Source: an optimization exercise on an open RTL-to-GDS flow (aim: small area, a short achievable clock period and few clock cycles). Production flows keep margins and buffers that such runs may drop. Function was checked by simulation only, so behaviour that the tests miss may differ from the original. Power is estimated from default activity; no workload was simulated.

File: flow/config.mk
export PLATFORM = sky130hd
export DESIGN_NAME = beam_former
export DESIGN_NICKNAME = beam_former
export VERILOG_FILES = /design/flow/design.v
export SDC_FILE = /design/flow/constraint.sdc
export NUM_CORES = 4
export LEC_CHECK = 0
export CAP_MARGIN = 20
export CORE_MARGIN = 2
export CORE_UTILIZATION = 35
export SLEW_MARGIN = 20
File: flow/constraint.sdc
create_clock -name core_clock -period 15.0 [get_ports {clk}]
set_input_delay 3.0000 -clock core_clock [delete_from_list [all_inputs] [get_ports {clk}]]
set_output_delay 3.0000 -clock core_clock [all_outputs]
set_load 0.01 [all_outputs]
File: flow/design.v
module beam_former (
    input  wire        clk,
    input  wire        rst,
    input  wire        bin_valid,
    output wire        bin_ready,
    input  wire [63:0] bin_counts,    
    input  wire [3:0]  bin_lost,      
    input  wire        cfg_we,
    input  wire        cfg_re,
    input  wire [6:0]  cfg_addr,
    input  wire [31:0] cfg_wdata,
    output wire [31:0] cfg_rdata,
    output wire        idle,
    output reg         out_valid,
    output reg  [2:0]  out_beam,
    output reg  [7:0]  out_value,
    output reg         out_lost,
    output reg         out_sat
);
    integer i, j, b;
    reg  [16:0] ent [0:63];
    reg         beam_en   [0:7];
    reg  [4:0]  beam_shift[0:7];
    reg  [31:0] beam_sat  [0:7];
    wire        we_ent  = cfg_we && !cfg_addr[6];
    wire        we_beam = cfg_we && (cfg_addr[6:3] == 4'b1000);
    wire        we_ctrl = cfg_we && (cfg_addr == 7'h50);
    wire [16:0] ent_wd  = rst ? 17'd0 : {cfg_wdata[31], cfg_wdata[26:24], cfg_wdata[19:16],
                                         cfg_wdata[11:8], cfg_wdata[4:0]};
    always @(posedge clk) begin
        for (i = 0; i < 64; i = i + 1)
            if (rst || (we_ent && cfg_addr[5:0] == i))
                ent[i] <= ent_wd;
        for (i = 0; i < 8; i = i + 1)
            if (rst || (we_beam && cfg_addr[2:0] == i)) begin
                beam_en[i]    <= cfg_wdata[31] & ~rst;
                beam_shift[i] <= cfg_wdata[20:16] & {5{~rst}};
            end
    end
    reg  [63:0] hist_cnt  [0:15];
    reg  [3:0]  hist_lost [0:15];
    reg  [15:0] hist_v;
    reg  [3:0]  wptr;
    reg         busy;             
    reg  [2:0]  k;                
    assign bin_ready = !busy;
    wire        accept = bin_valid && !busy;
    always @(posedge clk) begin
        if (!busy) begin
            hist_cnt[wptr]  <= bin_counts;
            hist_lost[wptr] <= bin_lost;
        end
    end
    always @(posedge clk) begin
        if (rst) begin
            hist_v <= 16'd0;
            wptr   <= 4'd0;
            busy   <= 1'b0;
            k      <= 3'd0;
        end else begin
            if (we_ctrl && cfg_wdata[0])
                hist_v <= 16'd0;
            else if (accept)
                hist_v[wptr] <= 1'b1;
            if (accept) begin
                wptr <= wptr + 4'd1;
                busy <= 1'b1;
                k    <= 3'd1;
            end else if (busy) begin
                k <= k + 3'd1;
                if (k == 3'd7)
                    busy <= 1'b0;
            end
        end
    end
    wire [2:0]  ksel = k | (cfg_re ? cfg_addr[5:3] : 3'd0);
    reg  [16:0] e_ent [0:7];
    reg         e_v, e_first, e_last;
    always @(posedge clk) begin
        for (j = 0; j < 8; j = j + 1)
            e_ent[j] <= ent[{ksel, j[2:0]}];
    end
    always @(posedge clk) begin
        if (rst) begin
            e_v <= 1'b0;
        end else begin
            e_v <= accept || busy;
        end
        e_first <= !busy;
        e_last  <= (k == 3'd7);
    end
    reg  [3:0]  h_cnt  [0:7];
    reg         h_lost [0:7];
    reg  [4:0]  h_w    [0:7];
    reg  [2:0]  h_beam [0:7];
    reg         h_use  [0:7];
    reg         h_v, h_first, h_last;
    reg  [3:0]  lk_row;
    reg  [3:0]  lk_rx;
    reg  [63:0] lk_rowcnt;
    reg  [3:0]  lk_rowlost;
    always @(posedge clk) begin
        for (j = 0; j < 8; j = j + 1) begin
            lk_rx      = e_ent[j][12:9];
            lk_row     = wptr + ~e_ent[j][8:5];
            lk_rowcnt  = hist_cnt[lk_row];
            lk_rowlost = hist_lost[lk_row];
            h_cnt[j]   <= lk_rowcnt[lk_rx*4 +: 4] & {4{hist_v[lk_row]}};
            h_lost[j]  <= lk_rowlost[lk_rx[3:2]] & hist_v[lk_row];
            h_w[j]     <= e_ent[j][4:0];
            h_beam[j]  <= e_ent[j][15:13];
            h_use[j]   <= e_ent[j][16] & beam_en[e_ent[j][15:13]];
        end
        h_first <= e_first;
        h_last  <= e_last;
    end
    always @(posedge clk) begin
        if (rst) h_v <= 1'b0;
        else     h_v <= e_v;
    end
    reg  signed [8:0] m_p  [0:7];
    reg         m_lost [0:7];
    reg  [2:0]  m_beam [0:7];
    reg         m_v, m_first, m_last;
    always @(posedge clk) begin
        for (j = 0; j < 8; j = j + 1) begin
            m_p[j]    <= h_use[j] ? ($signed({1'b0, h_cnt[j]}) * $signed(h_w[j])) : 9'sd0;
            m_lost[j] <= h_use[j] & h_lost[j] & (h_w[j] != 5'd0);
            m_beam[j] <= h_beam[j];
        end
        m_first <= h_first;
        m_last  <= h_last;
    end
    always @(posedge clk) begin
        if (rst) m_v <= 1'b0;
        else     m_v <= h_v;
    end
    reg  signed [14:0] acc      [0:7];
    reg                acc_lost [0:7];
    reg  signed [11:0] xsum;
    reg                xlost;
    reg                fin;
    always @(posedge clk) begin
        for (b = 0; b < 8; b = b + 1) begin
            xsum  = 12'sd0;
            xlost = 1'b0;
            for (j = 0; j < 8; j = j + 1)
                if (m_beam[j] == b) begin
                    xsum  = xsum + m_p[j];
                    xlost = xlost | m_lost[j];
                end
            if (m_v) begin
                acc[b]      <= (m_first ? 15'sd0 : acc[b]) + xsum;
                acc_lost[b] <= (m_first ? 1'b0 : acc_lost[b]) | xlost;
            end
        end
    end
    always @(posedge clk) begin
        if (rst) fin <= 1'b0;
        else     fin <= m_v && m_last;
    end
    reg  signed [14:0] sh_s    [0:7];
    reg                sh_lost [0:7];
    reg  [2:0]  ob;
    reg         o_act;
    always @(posedge clk) begin
        for (b = 0; b < 8; b = b + 1) begin
            if (fin) begin
                sh_s[b]    <= acc[b];
                sh_lost[b] <= acc_lost[b];
            end else if (b < 7) begin
                sh_s[b]    <= sh_s[b+1];
                sh_lost[b] <= sh_lost[b+1];
            end
        end
    end
    always @(posedge clk) begin
        if (rst) begin
            o_act <= 1'b0;
            ob    <= 3'd0;
        end else if (fin) begin
            o_act <= 1'b1;
            ob    <= 3'd0;
        end else if (o_act) begin
            ob <= ob + 3'd1;
            if (ob == 3'd7)
                o_act <= 1'b0;
        end
    end
    wire [4:0]  r_sh_raw = beam_shift[ob];
    wire [4:0]  r_sh     = (r_sh_raw > 5'd16) ? 5'd16 : r_sh_raw;
    wire signed [17:0] r_rnd = (r_sh == 5'd0) ? 18'sd0 : (18'sd1 <<< (r_sh - 5'd1));
    reg  signed [17:0] r1_t;
    reg  [4:0]  r1_sh;
    reg  [2:0]  r1_b;
    reg         r1_lost;
    reg         r1_v;
    always @(posedge clk) begin
        r1_t    <= sh_s[0] + r_rnd;
        r1_sh   <= r_sh;
        r1_b    <= ob;
        r1_lost <= sh_lost[0];
    end
    always @(posedge clk) begin
        if (rst) r1_v <= 1'b0;
        else     r1_v <= o_act && beam_en[ob];
    end
    wire signed [17:0] r2_v  = r1_t >>> r1_sh;
    wire               r2_hi = r2_v > 18'sd127;
    wire               r2_lo = r2_v < -18'sd128;
    reg         s_v;
    reg  [2:0]  s_b;
    always @(posedge clk) begin
        if (rst) begin
            out_valid <= 1'b0;
            s_v       <= 1'b0;
        end else begin
            out_valid <= r1_v;
            s_v       <= r1_v && (r2_hi || r2_lo);
        end
        out_beam  <= r1_b;
        out_value <= r2_hi ? 8'h7f : r2_lo ? 8'h80 : r2_v[7:0];
        out_lost  <= r1_lost;
        out_sat   <= r2_hi || r2_lo;
        s_b       <= r1_b;
    end
    wire [31:0] s_cur = beam_sat[s_b];
    wire [31:0] s_inc = s_cur + 32'd1;
    wire        clr_sat = we_ctrl && cfg_wdata[1];
    always @(posedge clk) begin
        for (b = 0; b < 8; b = b + 1)
            if (rst || clr_sat)
                beam_sat[b] <= 32'd0;
            else if (s_v && s_b == b && s_cur != 32'hffffffff)
                beam_sat[b] <= s_inc;
    end
    reg idle_q;
    always @(posedge clk) begin
        if (rst) idle_q <= 1'b1;
        else     idle_q <= !(accept || busy || e_v || h_v || m_v || fin || o_act || r1_v || s_v);
    end
    assign idle = idle_q;
    reg         rd_ent, rd_beam, rd_sat;
    reg  [2:0]  rd_j;
    always @(posedge clk) begin
        rd_ent  <= cfg_re && !cfg_addr[6];
        rd_beam <= cfg_re && (cfg_addr[6:3] == 4'b1000);
        rd_sat  <= cfg_re && (cfg_addr[6:3] == 4'b1001);
        rd_j    <= cfg_addr[2:0];
    end
    wire [16:0] rd_e = e_ent[rd_j];
    assign cfg_rdata = ({32{rd_ent}}  & {rd_e[16], 4'd0, rd_e[15:13], 4'd0, rd_e[12:9],
                                         4'd0, rd_e[8:5], 3'd0, rd_e[4:0]})
                     | ({32{rd_beam}} & {beam_en[rd_j], 10'd0, beam_shift[rd_j], 16'd0})
                     | ({32{rd_sat}}  & beam_sat[rd_j]);
endmodule
File: flow/run.sh
#!/bin/bash
# synth_recipe.tcl (not shown) runs the flow's synth.tcl, then flattens the netlist and writes it again
# the make line also repeats each setting of config.mk as NAME=value (left out here)
make -C /OpenROAD-flow-scripts/flow DESIGN_CONFIG=/design/flow/config.mk WORK_HOME=/design/flow/orfs CLKGATE_MAP_FILE= SYNTH_SCRIPT=/design/flow/synth_recipe.tcl finish
==> impl_results.md <==
- Die H: 815 um
- Max-cap viol count: 1
- Reg area: 87400 sq um
- Min Hold Slack: 0.290 ns
- Post_cts resized: 0
- Seq cells post-synth: 3176
- Area post-placement: 242000 sq um
- Violated Checks: capacitance limit
- Grt total ovfl: 0
- Fin worst setup slack: 1.99 ns
- Post-DRT Antenna Nets: 0
- 1st-iter DRT viols: 25000
- Detail Placement HPWL: 565000 um
- Leakage: 90.4 nW
- Vias in the first global route: 171000
- Ports: 160
- Final hold violation count: 0
- Slowest cell delay on critical path: 0.96 ns
- Fin nets: 19700
- Clock slew at reported path FFs: 0.06 ns
- Clock sink count: 3176
- Fin. max-slew vios: 0
- Buffers on Ports: 145
- Slew headroom: 0.871%
- Row count: 298
- Core area: 657000 sq um
- Number of vias per cell: 6.49
- DR WL met3: 117000 um
- TritonRoute pass-1 iters: 9
- Final core utilization: 38.7%
- Critical path's slowest cell: nor3b_1
- Avg Cell Area, Syn: 12.1 sq um
- Worst-Margin Slew: 1.49 ns
- Clk buf depth: 4
- WL met1: 315000 um
- Worst skew pair latency: 1.08 ns
- Cell area power density: 155 nW/um^2
- Cell count after synthesis: 19000
- CP required: 15.85 ns
- Largest net degree at the start of global routing: 116
- Gpl congestion: 0.939
- Met2 WL: 385000 um
- DRC Markers: 0
- Total Wirelength: 882000 um
- H-tree depth: 5
- RSZ-0062 raised after global routing: false
- Area of the multi-input gates: 136000 sq um
- Syn Nets: 20200
- Post-synth EDFFs: 2368
- Critical Path Sink Type: register
- Worst Skew: 0.0819 ns
- Total GRT Usage: 25.5%
- Final setup violation count: 0
- Area grow syn2layout: 10.3%
- Cell Area, Synth: 230000 sq um
- Setup Fix Bufs, Post-CTS: 0
- Top FF cell, synth: edfxtp_1
- Die area: 665000 sq um
- Max IR drop VDD: 182 uV
- CTS tree: done
- Most common cell on crit path: ha_1
- Num CTS Buffers: 356
- Post-synth ARST share: 0%
- Post-Layout Inst Area: 254000 sq um
- Netlist cell types: 123
- Sequential-to-total area share from yosys stat: 37.9%
- Layout cell share with drive strength beyond 1: 21.7%
- Crit Path Class: reg -> reg
- Die X: 815 um
- Status: complete, but fails checks
- Startpoint types: register
- Fmax: 0.0769 GHz
- Initial Util: 35.1%
- Setup TNS: 0 ns
- Worst EP arrival: 13.87 ns
- Yosys warns: 18
- Max Used Layer: met5
- Initial antenna violation count: 117
- Period utilization: 86.7%
- DR vias: 179000
- First-pass GRT wire length: 1250000 um
- Hold buffer count at CTS: 0
- Root buf cell: clkbuf_16
- Worst Hold Class: reg -> reg
- Min Clock Period, post-route: 13.01 ns
- Routed wire per std cell: 31.9 um
- CP Max Fanout: 19
- Place WS: 2.09 ns
- Fillers: 61800
cell type report:
cell class	instances	area share [%]
well taps	8700	4.28
clock buffers	458	3.82
repair buffers	590	2.12
multi-input cells	13800	53.5
diodes	64	0.0630
clock inverters	204	0.887
inverters	618	0.913
flip-flops and latches	3176	34.4
cell usage after synthesis (all sizes together) (29+ instances only):
| master | count | area, sq um |
|---|---|---|
| mux4 | 2471 | 55700 |
| o31ai | 46 | 350 |
| a211oi | 631 | 4750 |
| and3 | 105 | 657 |
| xor2 | 175 | 1530 |
| xnor2 | 414 | 3640 |
| or3 | 92 | 576 |
| mux2 | 332 | 3740 |
| nor3b | 54 | 405 |
| nand3b | 40 | 300 |
| a21o | 180 | 1350 |
| dfxtp | 808 | 16200 |
| o22ai | 64 | 400 |
| nor2 | 1159 | 4360 |
| o21ai | 719 | 3610 |
| a22oi | 93 | 698 |
| edfxtp | 2368 | 71100 |
| ha | 912 | 11400 |
| o21bai | 60 | 450 |
| nor3 | 222 | 1120 |
| nand2b | 86 | 546 |
| a21oi | 943 | 4730 |
| clkbuf | 957 | 3590 |
| buf | 448 | 2160 |
| nand3 | 133 | 678 |
| mux2i | 862 | 8630 |
| o211ai | 70 | 526 |
| nor2b | 293 | 1830 |
| o2bb2ai | 31 | 272 |
| nand2 | 1738 | 6530 |
| a21boi | 114 | 856 |
| o21a | 143 | 1070 |
| a2111oi | 29 | 262 |
| a311oi | 152 | 1330 |
| o22a | 29 | 254 |
| and2 | 528 | 3300 |
| fa | 129 | 2580 |
| a221oi | 105 | 932 |
| a31oi | 215 | 1350 |
| inv | 615 | 2310 |
placed cells by master (no fill, tap or decap), types with 177 or more instances in the layout:
cell	instances
nor3_1	217
mux2i_1	862
dfxtp_1	774
clkbuf_16	362
buf_4	399
ha_1	904
a31oi_1	214
inv_1	612
xnor2_1	396
a21oi_1	933
a211oi_1	629
mux4_2	2471
mux2_2	331
o21ai_0	672
nor2b_1	275
edfxtp_1	2368
a21o_1	177
nor2_1	1143
and2_1	516
nand2_1	1731
registers in the layout (all words and copies together), names as in the netlist, 64 cells and up:
signal / flops
hist_cnt: 1024
hist_lost: 64
beam_sat: 256
acc: 120
ent: 1088
m_p: 72
e_ent: 136
sh_s: 120
where the power goes:
group          switching (mW)  internal (mW)  leakage, nW
registers               0.844           10.1         28.8
logic                    11.3           8.01         55.8
clock network            3.96           5.13         5.82
worst max-delay path: cells and delay by family, from the launching register on:
kind,cells,cell delay (ns)
simple gates,12,3.58
flops,1,0.57
xor+xnor,3,0.96
buf+inv,2,0.16
compound gates,20,4.57
mux,1,0.09
fa+ha+maj,9,2.94
worst paths after layout:
| kind | startpoint | to | slack [ns] | cells after the start |
|---|---|---|---|---|
| hold / removal | h_beam[5][2] | m_beam[5][2] | 0.29 | 0 |
| hold reg to reg | h_beam[5][2] | m_beam[5][2] | 0.29 | 0 |
| setup / recovery | m_beam[0][1] | acc[4][14] | 1.99 | 47 |
| setup reg to reg | m_beam[0][1] | acc[4][14] | 1.99 | 47 |
cell families (layout without fill, tap and decap cells):
kind of cell               after synthesis  count (layout)  share of synthesized area [%]
and+or+nand+nor                       4605            4605                           9.35
AOI/OAI and AO/OA                     3907            3907                           11.2
muxes                                 3665            3665                           29.5
DFF                                   3176            3176                           37.9
buffers and inverters                 2023            1870                           3.51
adders and majority gates             1053            1053                           6.13
xor gates and xnor gates               604             604                           2.39
other                                    1              65                        0.00163
through the flow:
step                      cells  power, mW
after floorplan           19000       23.6
after global placement    26900       29.6
after detailed placement  26900       29.8
after CTS                 27600       38.8
after global routing      27600       40.7
final                     27600       39.4
per-layer routing:
| layer | vias up | GRT usage (%) |
|---|---|---|
| li1 | 74100 | - |
| met1 | 89000 | 31.7 |
| met2 | 12900 | 38.5 |
| met3 | 3349 | 8.33 |
| met4 | 60 | 15.9 |
| met5 | - | 0.221 |
Testbench counts, summed over its fixed seeds: cycles 7,792.

-- static timing again, ports no longer ideal --
The results above use ideal ports. As a check the final layout listed here was re-extracted and re-timed, cells and wires unchanged. Step 1, drivers: a clkbuf_16 drives clk and a buf_2 each remaining input, both assumed. Step 2, shift: input delay + t, output delay - t, t = (earliest + latest rising clock arrival at the registers) / 2. This alone moves slack from input paths to output paths. a / b / c = ideal ports / drivers / drivers and shift; a / b = the first two.
t, ns: 1.177
setup slack, ns: 1.988 / 1.988 / 1.988
clock arrival spread, ns: 0.092 / 0.093
worst register clock-pin slew, ns: 0.09 / 0.09
pins driven straight from the clock port: 1
For this run, drivers alone change the setup slack by 0.000 ns; drivers and shift together by 0.000 ns.
